What follows belongs to an exercise in optimizing a design on an open flow for small area and a short achievable clock period; a production flow would make more cautious choices.
Function was checked by simulation only, so behaviour that the tests miss may differ from the original.

===== run.sh =====
#!/bin/bash
# synth_recipe.tcl (not shown) runs the flow's synth.tcl, then flattens the netlist and writes it again
# the make line also repeats each setting of config.mk as NAME=value (left out here)
make -C /OpenROAD-flow-scripts/flow DESIGN_CONFIG=/design/flow/config.mk WORK_HOME=/design/flow/orfs CLKGATE_MAP_FILE= SYNTH_SCRIPT=/design/flow/synth_recipe.tcl finish

===== config.mk =====
export PLATFORM = sky130hd
export DESIGN_NAME = cledon_narrow
export DESIGN_NICKNAME = cledon_narrow
export VERILOG_FILES = /design/flow/design.v
export SDC_FILE = /design/flow/constraint.sdc
export NUM_CORES = 4
export LEC_CHECK = 0
export CAP_MARGIN = 20
export CORE_MARGIN = 2
export CORE_UTILIZATION = 40
export SLEW_MARGIN = 20

===== constraint.sdc =====
create_clock -name core_clock -period 20.0 [get_ports {clk}]
set_input_delay 4.0000 -clock core_clock [delete_from_list [all_inputs] [get_ports {clk}]]
set_output_delay 4.0000 -clock core_clock [all_outputs]
set_load 0.01 [all_outputs]

===== design.v =====
module cledon_narrow_lane (
    input  wire [31:0] x,         
    input  wire [3:0]  fmt,       
    input  wire [1:0]  rnd,       
    input  wire        strict,    
    input  wire [7:0]  scale_k,   
    input  wire [15:0] draw,      
    output reg  [15:0] code,      
    output reg         sat,
    output reg         nan_in,
    output reg         strict_nan,
    output wire        nonzero,
    output wire        flushed
);
    localparam [3:0] F_BF16 = 4'h0, F_FP16 = 4'h1, F_E4M3 = 4'h3,
                     F_E5M2 = 4'h4, F_INT8 = 4'hB;
    wire        s    = x[31];
    wire [7:0]  ex   = x[30:23];
    wire [22:0] man  = x[22:0];
    wire is_nan  = (ex == 8'hFF) && (man != 23'd0);
    wire is_inf  = (ex == 8'hFF) && (man == 23'd0);
    wire is_zero = (ex == 8'h00) && (man == 23'd0);
    wire is_sub  = (ex == 8'h00) && (man != 23'd0);
    reg [4:0] lead;
    integer i;
    always @(*) begin
        lead = 5'd0;
        for (i = 0; i < 23; i = i + 1)
            if (man[i]) lead = i[4:0];
    end
    wire [23:0] sig = is_sub ? ({1'b0, man} << (5'd23 - lead)) : {1'b1, man};
    wire signed [10:0] ev = is_sub ? ($signed({6'd0, lead}) - 11'sd149)
                                   : ($signed({3'd0, ex}) - 11'sd127);
    reg        is_int;
    reg        scaled;
    reg [3:0]  mbits;
    reg signed [10:0] emin;
    reg [14:0] maxcode;
    reg [15:0] nancode;
    reg [4:0]  width;
    always @(*) begin
        is_int = 1'b0; scaled = 1'b0;
        mbits = 4'd7; emin = -11'sd126; maxcode = 15'h7F7F; nancode = 16'h7FC0; width = 5'd16;
        case (fmt)
            F_BF16: begin mbits = 4'd7;  emin = -11'sd126; maxcode = 15'h7F7F; nancode = 16'h7FC0; width = 5'd16; end
            F_FP16: begin mbits = 4'd10; emin = -11'sd14;  maxcode = 15'h7BFF; nancode = 16'h7E00; width = 5'd16; end
            F_E4M3: begin mbits = 4'd3;  emin = -11'sd6;   maxcode = 15'h007E; nancode = 16'h007F; width = 5'd8; scaled = 1'b1; end
            F_E5M2: begin mbits = 4'd2;  emin = -11'sd14;  maxcode = 15'h007B; nancode = 16'h007E; width = 5'd8; scaled = 1'b1; end
            F_INT8: begin mbits = 4'd0;  emin = 11'sd0;    maxcode = 15'h007F; nancode = 16'h0000; width = 5'd8; scaled = 1'b1; is_int = 1'b1; end
            default: ;
        endcase
    end
    wire signed [10:0] evs  = ev + (scaled ? {{3{scale_k[7]}}, scale_k} : 11'sd0);
    wire signed [10:0] eeff = (evs > emin) ? evs : emin;
    wire signed [11:0] sh_f = $signed({eeff[10], eeff}) - $signed({8'd0, mbits})
                              - $signed({evs[10], evs}) + 12'sd23;
    wire signed [11:0] sh_i = 12'sd23 - $signed({evs[10], evs});
    wire signed [11:0] sh   = is_int ? sh_i : sh_f;
    wire int_big = is_int && (evs >= 11'sd7);    
    wire [6:0] shamt = (sh > 12'sd72) ? 7'd72 : (sh < 12'sd0 ? 7'd0 : sh[6:0]);
    wire [71:0] ext = {sig, 48'd0} >> shamt;
    wire [23:0] q   = ext[71:48];
    wire [47:0] fr  = ext[47:0];
    wire [16:0] sr_sum = {1'b0, fr[47:32]} + {1'b0, draw};
    reg up;
    always @(*) begin
        case (rnd)
            2'd0:    up = fr[47] & ((|fr[46:0]) | q[0]);
            2'd1:    up = sr_sum[16];
            default: up = 1'b0;
        endcase
    end
    wire [24:0] mag = {1'b0, q} + {24'd0, up};
    wire [10:0] eoff = eeff - emin;
    wire [31:0] code_raw = is_int ? {7'd0, mag} : (({21'd0, eoff} << mbits) + {7'd0, mag});
    wire overflow = int_big || (code_raw > {17'd0, maxcode});
    wire finite_nz = !is_nan && !is_inf && !is_zero;
    assign nonzero = finite_nz;
    assign flushed = finite_nz && !overflow && (code_raw == 32'd0);
    function [15:0] apply_sign;
        input        neg;
        input [14:0] m;
        input        integer_fmt;
        input [4:0]  w;
        begin
            if (integer_fmt)
                apply_sign = neg ? {8'd0, 8'd0 - m[7:0]} : {8'd0, m[7:0]};
            else if (w == 5'd8)
                apply_sign = {8'd0, neg, m[6:0]};
            else
                apply_sign = {neg, m};
        end
    endfunction
    always @(*) begin
        sat = 1'b0; nan_in = 1'b0; strict_nan = 1'b0;
        if (is_nan) begin
            code = nancode;
            nan_in = 1'b1;
            strict_nan = strict && !is_int;
        end else if (is_inf || overflow) begin
            if (strict && !is_int) begin
                code = nancode;
                strict_nan = 1'b1;
            end else begin
                code = apply_sign(s, maxcode, is_int, width);
                sat = 1'b1;
            end
        end else if (is_zero) begin
            code = apply_sign(s, 15'd0, is_int, width);
        end else begin
            code = apply_sign(s, code_raw[14:0], is_int, width);
        end
    end
endmodule
module cledon_narrow (
    input  wire         clk,
    input  wire         rst,           
    input  wire         cfg_load,      
    input  wire [31:0]  cfg_seed,
    input  wire         in_valid,
    input  wire [127:0] in_data,       
    input  wire [3:0]   in_fmt,
    input  wire [1:0]   in_rnd,
    input  wire         in_strict,
    input  wire [7:0]   in_scale,
    output reg          out_valid,
    output reg  [63:0]  out_code,      
    output reg  [3:0]   out_sat,
    output reg  [3:0]   out_nan_in,
    output reg  [3:0]   out_strict_nan,
    output reg  [3:0]   out_nonzero,
    output reg  [3:0]   out_flushed
);
    function [31:0] lfsr16;
        input [31:0] st;
        integer n;
        begin
            lfsr16 = st;
            for (n = 0; n < 16; n = n + 1)
                lfsr16 = lfsr16[0] ? ((lfsr16 >> 1) ^ 32'h8020_0003) : (lfsr16 >> 1);
        end
    endfunction
    reg  [31:0] state;
    wire [31:0] st0 = cfg_load ? cfg_seed : state;
    wire [31:0] st1 = lfsr16(st0);
    wire [31:0] st2 = lfsr16(st1);
    wire [31:0] st3 = lfsr16(st2);
    wire [31:0] st4 = lfsr16(st3);
    wire take_draws = in_valid && (in_rnd == 2'd1);
    always @(posedge clk) begin
        if (rst)
            state <= 32'h0000_0001;
        else if (take_draws)
            state <= st4;
        else
            state <= st0;
    end
    reg         s1_valid;
    reg [127:0] s1_data;
    reg [3:0]   s1_fmt;
    reg [1:0]   s1_rnd;
    reg         s1_strict;
    reg [7:0]   s1_scale;
    reg [63:0]  s1_draw;
    always @(posedge clk) begin
        if (rst)
            s1_valid <= 1'b0;
        else
            s1_valid <= in_valid;
        s1_data   <= in_data;
        s1_fmt    <= in_fmt;
        s1_rnd    <= in_rnd;
        s1_strict <= in_strict;
        s1_scale  <= in_scale;
        s1_draw   <= {st4[15:0], st3[15:0], st2[15:0], st1[15:0]};
    end
    wire [63:0] c_code;
    wire [3:0]  c_sat, c_nan_in, c_strict_nan, c_nonzero, c_flushed;
    genvar g;
    generate
        for (g = 0; g < 4; g = g + 1) begin : lane
            cledon_narrow_lane u_lane (
                .x          (s1_data[32*g +: 32]),
                .fmt        (s1_fmt),
                .rnd        (s1_rnd),
                .strict     (s1_strict),
                .scale_k    (s1_scale),
                .draw       (s1_draw[16*g +: 16]),
                .code       (c_code[16*g +: 16]),
                .sat        (c_sat[g]),
                .nan_in     (c_nan_in[g]),
                .strict_nan (c_strict_nan[g]),
                .nonzero    (c_nonzero[g]),
                .flushed    (c_flushed[g])
            );
        end
    endgenerate
    always @(posedge clk) begin
        if (rst)
            out_valid <= 1'b0;
        else
            out_valid <= s1_valid;
        out_code       <= c_code;
        out_sat        <= c_sat;
        out_nan_in     <= c_nan_in;
        out_strict_nan <= c_strict_nan;
        out_nonzero    <= c_nonzero;
        out_flushed    <= c_flushed;
    end
endmodule

==> results.yml <==
status:
  status: "complete, no violations"
flow_run:
  cap_violations: 0
synthesis:
  ys_ff_latch: 325
  async_reset_ff_frac: 0
  avgSynthCellArea_sq_um: 7.14
  synth_xor_area_frac: 0.0917
  yosys_warnings: 2
  synth_edf_count: 0
  syn_area_sq_um: 53500
  synth_common_cells: "nor2_1, nand2_1, a21oi_1"
  synth_top_family_by_area: "compound AO/OA/AOI/OAI gates"
  ys.flop_type: "dfxtp_1"
  synth.distinct_cells: 133
  yosys.area.top_type: "dfxtp_1"
  syn_inst: 7489
  synth.most_common_cell: "nor2_1"
  synth_area_leaders: "dfxtp_1, ha_1, nor2_1"
  synth_top_area_frac: 0.122
  synthAdderAreaFrac: 0.117
  synth-compound-area-share: 0.306
  synthSimpleGateAreaFrac: 0.246
  muxShareOfSynthArea: 0.0597
  ys_seq_area_frac: 0.122
die:
  core-area_sq_um: 133000
  die_x_um: 370
  fp.dieH_um: 370
  row_count: 134
  initial_core_util: 0.402
  ios: 264
  die_area_sq_um: 137000
sta:
  setup_ws_ps: 804
  worst_slew_pin_slew_ps: 1250
  finalHoldViolCount: 0
  period_share: 0.960
  fin_crit_ps: 19200
  tns_ps: 0
  slew_viol_final: 0
  finalSetupViolCount: 0
  clock.fmax_ghz: 0.0521
  relSlewSlack: 0.160
  fin_worst_skew_ps: 49.4
  whs_ps: 434
final_layout:
  finish.net_count: 8394
  finalInstanceArea_sq_um: 61300
  final_util: 0.461
  drive_gt1_frac: 0.101
  fin_cells: 9536
  synthToLayoutAreaGrowth_pct: 14.7
critical_path:
  crit_arrival_ps: 19780
  crit_slowest_cell: "a21oi_1"
  critPathMostFrequentCell: "ha_1"
  worst_setup_path_start_kind: "register"
  max_stage_delay_ps: 780
  cp-end-kind: "register"
  path_max_fanout: 21
  critPathKind: "register to register"
  cp_data_required_time_ps: 20580
global_route:
  antenna_found_initial: 14
  track_usage: 0.350
  grt_pass1_wl_um: 370000
  grt_start_max_net_pins: 113
  gr-total-overflow: 0
  grt_pass1_vias: 57300
cts:
  clock_latency_ps: 670
  cts.clk_slew.worst_paths_ps: 60
  cts_tree: "yes"
  h-tree-depth: 2
  cts_root_buf: "clkbuf_16"
  clock_path_buffers: 3
  clkSinkCount: 325
  cts_made_buffers: 46
route:
  wl_um: 251000
  via_per_inst: 6.47
  antenna_left: 0
  avgRoutedWirePerCell_um: 26.3
  first_pass_iters: 6
  drc: 0
  dr_total_vias: 61700
  drt_iter0_markers: 7570
place:
  place_inst: 9435
  dp_slack_ps: 141
  gp_congestion: 1.04
  io_buffer_count: 263
  dpl_cell_area_sq_um: 59100
  dp.final_hpwl_um: 200000
worst_hold_path:
  hp-class: "register to register"
==> per-layer routing <==
metal / vias up / routed length (um) / global-route usage
met2: 3253 / 106000 / 0.524
met3: 455 / 22800 / 0.0564
met5: - / 64 / 0
met4: 10 / 10200 / 0.127
met1: 29500 / 112000 / 0.499
li1: 28500 / - / -
==> critical path: cells and delay by family (launching register included) <==
kind | cells | cell delay (ps)
adder cells (fa/ha/maj) | 10 | 3030
AO/OA/AOI/OAI | 42 | 9500
flip-flops | 1 | 580
buffers and inverters | 7 | 1090
multiplexers | 3 | 980
XOR/XNOR | 1 | 100
AND/OR/NAND/NOR | 15 | 3780
==> worst paths after layout <==
check	startpoint	to	slack, ps	cells after the start
worst min register to register	s1_valid	out_valid	430	1
worst max-delay path	s1_data[19]	out_code[6]	800	78
worst min-delay path	s1_valid	out_valid	430	1
worst max register to register	s1_data[19]	out_code[6]	800	78
==> kinds of logic (layout without fill, tap and decap cells) <==
kind of cell             after synthesis  count (layout)
AO/OA/AOI/OAI                       2425            2426
XOR/XNOR                             487             487
multiplexers                         302             302
AND/OR/NAND/NOR                     2711            2711
flip-flops                           325             325
other                                  1              18
buffers and inverters                756            1017
adder cells (fa/ha/maj)              482             482
==> placed cells by master, fill, tap and decap left out, drive strengths merged, types with 56 or more instances in the layout <==
cell type	synthesis	layout
nor2	789	789
nand2	685	685
o21ai	526	526
a21oi	523	523
ha	454	454
inv	340	348
dfxtp	325	325
buf	155	323
xnor2	314	314
clkdlybuf4s50	0	262
nand3	250	250
nor3	244	244
mux2i	223	223
xor2	160	160
a211oi	155	155
o211ai	133	133
nor4	120	120
o21a	111	112
a21o	105	105
o22ai	101	101
nand4	86	86
a31oi	81	81
nand2b	80	80
mux2	76	76
o31ai	74	74
nor2b	72	72
or3	67	67
and2	61	61
and3	56	56
==> flip-flops by register name, indices dropped and copies added, names as in the netlist <==
signal          flops
out_sat             4
out_strict_nan      4
out_nonzero         4
s1_scale            8
out_code           64
s1_rnd              2
s1_valid            1
state              32
out_nan_in          4
out_valid           1
out_flushed         4
s1_fmt              4
s1_draw            64
s1_strict           1
s1_data           128
==> repair_timing <==
action | in CTS | in global routing
hold buffers | 0 | 0
gates resized for setup | 0 | 87
setup endpoints to repair | 0 | 76
buffers inserted | 0 | 17
==> cell type report <==
class                      count  area [sq um]
inverter                     351          1330
clock buffer                  52          1200
multi-input combinational   6424         44400
antenna                        2          5.00
sequential                   325          6520
clock inverter                29           522
timing repair buffer         585          5140
fill                       13800         71800
tap                         1768          2210

==> static timing again, ports no longer ideal <==
The flow's constraints put no driver on any port. The routed layout listed below was extracted and timed again, unchanged, in two steps. Step 1 sets driving cells, clkbuf_16 on the clock port and buf_2 on the other inputs (assumed; they add their load-dependent delay and slew). Step 2 adds t to the input delays and takes it off the output delays; t is the mean of the earliest and latest rising clock arrival at the registers after step 1. Input paths then give back, and output paths get back, about the clock's delay inside the block. Three values: no drivers, after step 1, after step 2; two values: the first two.
shift t [ns]: 0.724
setup slack, ns: 0.804 / 0.804 / 0.804
worst setup path at the end: register to register
worst slew at a driven data input, ns: 0.11
After both steps setup and hold are still met in this run. The setup slack of this run moves by 0.000 ns with the drivers and by 0.000 ns with both steps.
